From an optimization exercise on the open Yosys and OpenROAD flow, aimed at small area; shortcuts taken in it are not production practice.
In this exercise RTL edits were held to simulation tests only and were not proved equivalent to the original.

## crucible_vfunc
module crucible_vfunc #(
    parameter LANES = 4
) (
    input  wire                clk,
    input  wire                rst,           
    input  wire                iss_valid,
    input  wire [31:0]         iss_word,      
    input  wire [LANES-1:0]    iss_kmask,     
    input  wire [16*LANES-1:0] iss_a,         
    input  wire [31:0]         iss_s,         
    output reg                 wb_valid,
    output reg  [4:0]          wb_vd,
    output reg  [LANES-1:0]    wb_lanes,
    output reg                 wb_n2,         
    output reg  [16*LANES-1:0] wb_d0,
    output wire [16*LANES-1:0] wb_d1,
    output reg  [LANES-1:0]    wb_sat,        
    output reg  [LANES-1:0]    wb_dz          
);
    wire [5:0] op = iss_word[31:26];
    wire is_etm = iss_valid && (op == 6'd27);
    wire is_six = iss_valid && (op[5:1] == 5'b01110);    
    reg             e1, e2, e3;               
    reg             x1, x2, x3, x4, x5;       
    reg [4:0]       vd1, vd2, vd3, vd4, vd5;
    reg [LANES-1:0] m1, m2, m3, m4, m5;
    reg [27:0]      p1, p2, p3;
    reg [29:0]      p3x3;                     
    reg             w1, w2, w3;               
    always @(posedge clk) begin
        if (rst) begin
            e1 <= 1'b0; e2 <= 1'b0; e3 <= 1'b0;
            x1 <= 1'b0; x2 <= 1'b0; x3 <= 1'b0; x4 <= 1'b0; x5 <= 1'b0;
        end else begin
  ...
Settings: LEC_CHECK=0, ABC_AREA=1, CAP_MARGIN=20, CORE_MARGIN=2, CORE_UTILIZATION=55, PLACE_DENSITY=0.65, SLEW_MARGIN=20; clock period 14.0 ns.
standard.sh (not shown) runs the stock make flow with config.mk's settings and CLKGATE_MAP_FILE= SYNTH_SCRIPT=/design/flow/synth_recipe.tcl, a recipe that flattens the netlist after the stock synthesis.
==> flow/flow/run.sh <==
#!/bin/bash
set -euo pipefail
W=$PWD
mkdir -p own

# Selection for extract_fa: all cells but those from crucible_rcm's lines.
s=$(grep -n "^module crucible_rcm" design.v | head -1 | cut -d: -f1)
e=$(awk -v s="$s" 'NR > s && /^endmodule/ {print NR; exit}' design.v)
sel="t:*"
for ((l = s; l <= e; l++)); do sel="$sel a:src=*design.v:$l.* %d"; done
export OWN_FA_SEL="$sel"
export OWN_ABC_SCRIPT="$W/flow/abc_fast.script"

sed -e 's/^  extract_fa {\*}\[dont_use_extract_fa_args\]$/  extract_fa {*}[dont_use_extract_fa_args] {*}$::env(OWN_FA_SEL)/' \
    -e 's/^  log_cmd abc {\*}\$abc_args$/  log_cmd abc {*}[lreplace $abc_args 1 1 $::env(OWN_ABC_SCRIPT)]/' \
    "$FLOW_HOME/scripts/synth.tcl" > own/synth.tcl
grep -q 'OWN_FA_SEL' own/synth.tcl
grep -q 'OWN_ABC_SCRIPT' own/synth.tcl

sed -e 's/synth -nofsm -noshare /synth -nofsm -noshare -noabc /' \
    -e "s|source \$::env(SCRIPTS_DIR)/synth.tcl|source $W/own/synth.tcl|" \
    synth_recipe.tcl > own/synth_recipe.tcl
grep -q -- '-noabc' own/synth_recipe.tcl
grep -q "$W/own/synth.tcl" own/synth_recipe.tcl

sed "s|SYNTH_SCRIPT=[^ ]*|SYNTH_SCRIPT=$W/own/synth_recipe.tcl|" standard.sh > own/standard.sh
grep -q "SYNTH_SCRIPT=$W/own/synth_recipe.tcl" own/standard.sh

bash own/standard.sh > flow.log 2>&1
==> flow/flow/abc_fast.script <==
strash
dch
amap
topo
stime -c
upsize -c
dnsize -c
Then changed:
--- a/flow/flow/run.sh
+++ b/flow/flow/run.sh
@@ -27,3 +27,7 @@
 grep -q "SYNTH_SCRIPT=$W/own/synth_recipe.tcl" own/standard.sh
 
+# Every port still gets its own buffer, as in the standard flow; the
+# smallest buffer cell does for these loads.
+export BUFFER_PORTS_ARGS="-buffer_cell sky130_fd_sc_hd__buf_1"
+
 bash own/standard.sh > flow.log 2>&1
==> flow/flow/abc_fast.script (replaced) <==
strash
dc2
dch
amap
topo
stime -c
Settings changed: CTS_BUF_LIST set to sky130_fd_sc_hd__clkbuf_8, CTS_CLUSTER_SIZE set to 20.
=> Global-route usage is higher by 0.68 points; via count is about the same; sequential cell count is unchanged; worst hold slack improves by 0.0079 ns; non-clock buffer count is higher by 195; register-to-register slack degrades by 0.04 ns; final area is lower by a few percent; core utilization is higher by 1.2 points; fmax is lower slightly; worst setup slack degrades by 0.039 ns; sequential share of layout area is higher by 0.91 points.
Then changed:
--- a/flow/flow/run.sh
+++ b/flow/flow/run.sh
@@ -27,7 +27,3 @@
 grep -q "SYNTH_SCRIPT=$W/own/synth_recipe.tcl" own/standard.sh
 
-# Every port still gets its own buffer, as in the standard flow; the
-# smallest buffer cell does for these loads.
-export BUFFER_PORTS_ARGS="-buffer_cell sky130_fd_sc_hd__buf_1"
-
 bash own/standard.sh > flow.log 2>&1
==> flow/flow/abc_fast.script (replaced) <==
strash
dch
amap
topo
stime -c
upsize -c
dnsize -c
Result: Global-route usage shrinks by 0.60 points; flip-flop and latch count stays the same; die area grows by a few percent; via count grows slightly; setup slack improved by 0.068 ns; synthesized area grows by a few percent.
Then changed:
--- a/flow/flow/run.sh
+++ b/flow/flow/run.sh
@@ -27,3 +27,7 @@
 grep -q "SYNTH_SCRIPT=$W/own/synth_recipe.tcl" own/standard.sh
 
+# Every port still gets its own buffer, as in the standard flow; the
+# smallest buffer cell does for these loads.
+export BUFFER_PORTS_ARGS="-buffer_cell sky130_fd_sc_hd__buf_1"
+
 bash own/standard.sh > flow.log 2>&1
==> flow/flow/abc_fast.script (replaced) <==
strash
dch
amap
topo
stime -c
Result:
- The changed run completed with no timing, DRC or antenna violations
- clock skew is higher by 0.016 ns
- utilization is higher by 0.28 points
- die area is lower by a few percent
Then changed:
--- a/flow/flow/run.sh
+++ b/flow/flow/run.sh
@@ -27,7 +27,3 @@
 grep -q "SYNTH_SCRIPT=$W/own/synth_recipe.tcl" own/standard.sh
 
-# Every port still gets its own buffer, as in the standard flow; the
-# smallest buffer cell does for these loads.
-export BUFFER_PORTS_ARGS="-buffer_cell sky130_fd_sc_hd__buf_1"
-
 bash own/standard.sh > flow.log 2>&1
The changed run finished clean.
Count of clock-buffer cells in the layout came out lower by 4.
Via count came out higher by 1.1%.
Routed wire length came out higher by 0.42%.
Synthesized cell count stays the same.
Die area does not change.
Non-clock buffer count came out higher by 72.

==> afterwards: timing with drivers on the ports <==
The flow's constraints put no driver on any port. The routed layouts listed below were extracted and timed again, unchanged, in two steps.
Step 1, drivers: a clkbuf_16 drives clk and a buf_2 each remaining input, both assumed.
Step 2 times the ports against the registers' clock, not the clock port: input delays grow and output delays shrink by t, the midpoint of the rising clock arrivals with the driver on.
a / b / c = ideal ports / drivers / drivers and shift; a / b = the first two.
| run | t (ns) | setup slack, ns | worst data-port slew with drivers (ns) |
|---|---|---|---|
| the first run | 0.859 | 1.628 / 1.628 / 1.168 | 0.06 |
| the second run | 1.028 | 1.589 / 1.589 / 1.490 | 0.08 |
| the third run | 1.022 | 1.657 / 1.657 / 1.125 | 0.06 |
| the fourth run | 1.016 | 1.535 / 1.535 / 0.814 | 0.10 |
| the fifth run | 1.028 | 1.509 / 1.509 / 0.912 | 0.07 |
After both steps every run listed still meets setup and hold. The setup slack of the fourth run, which loses most, moves by 0.000 ns with the drivers and by -0.721 ns with both steps.
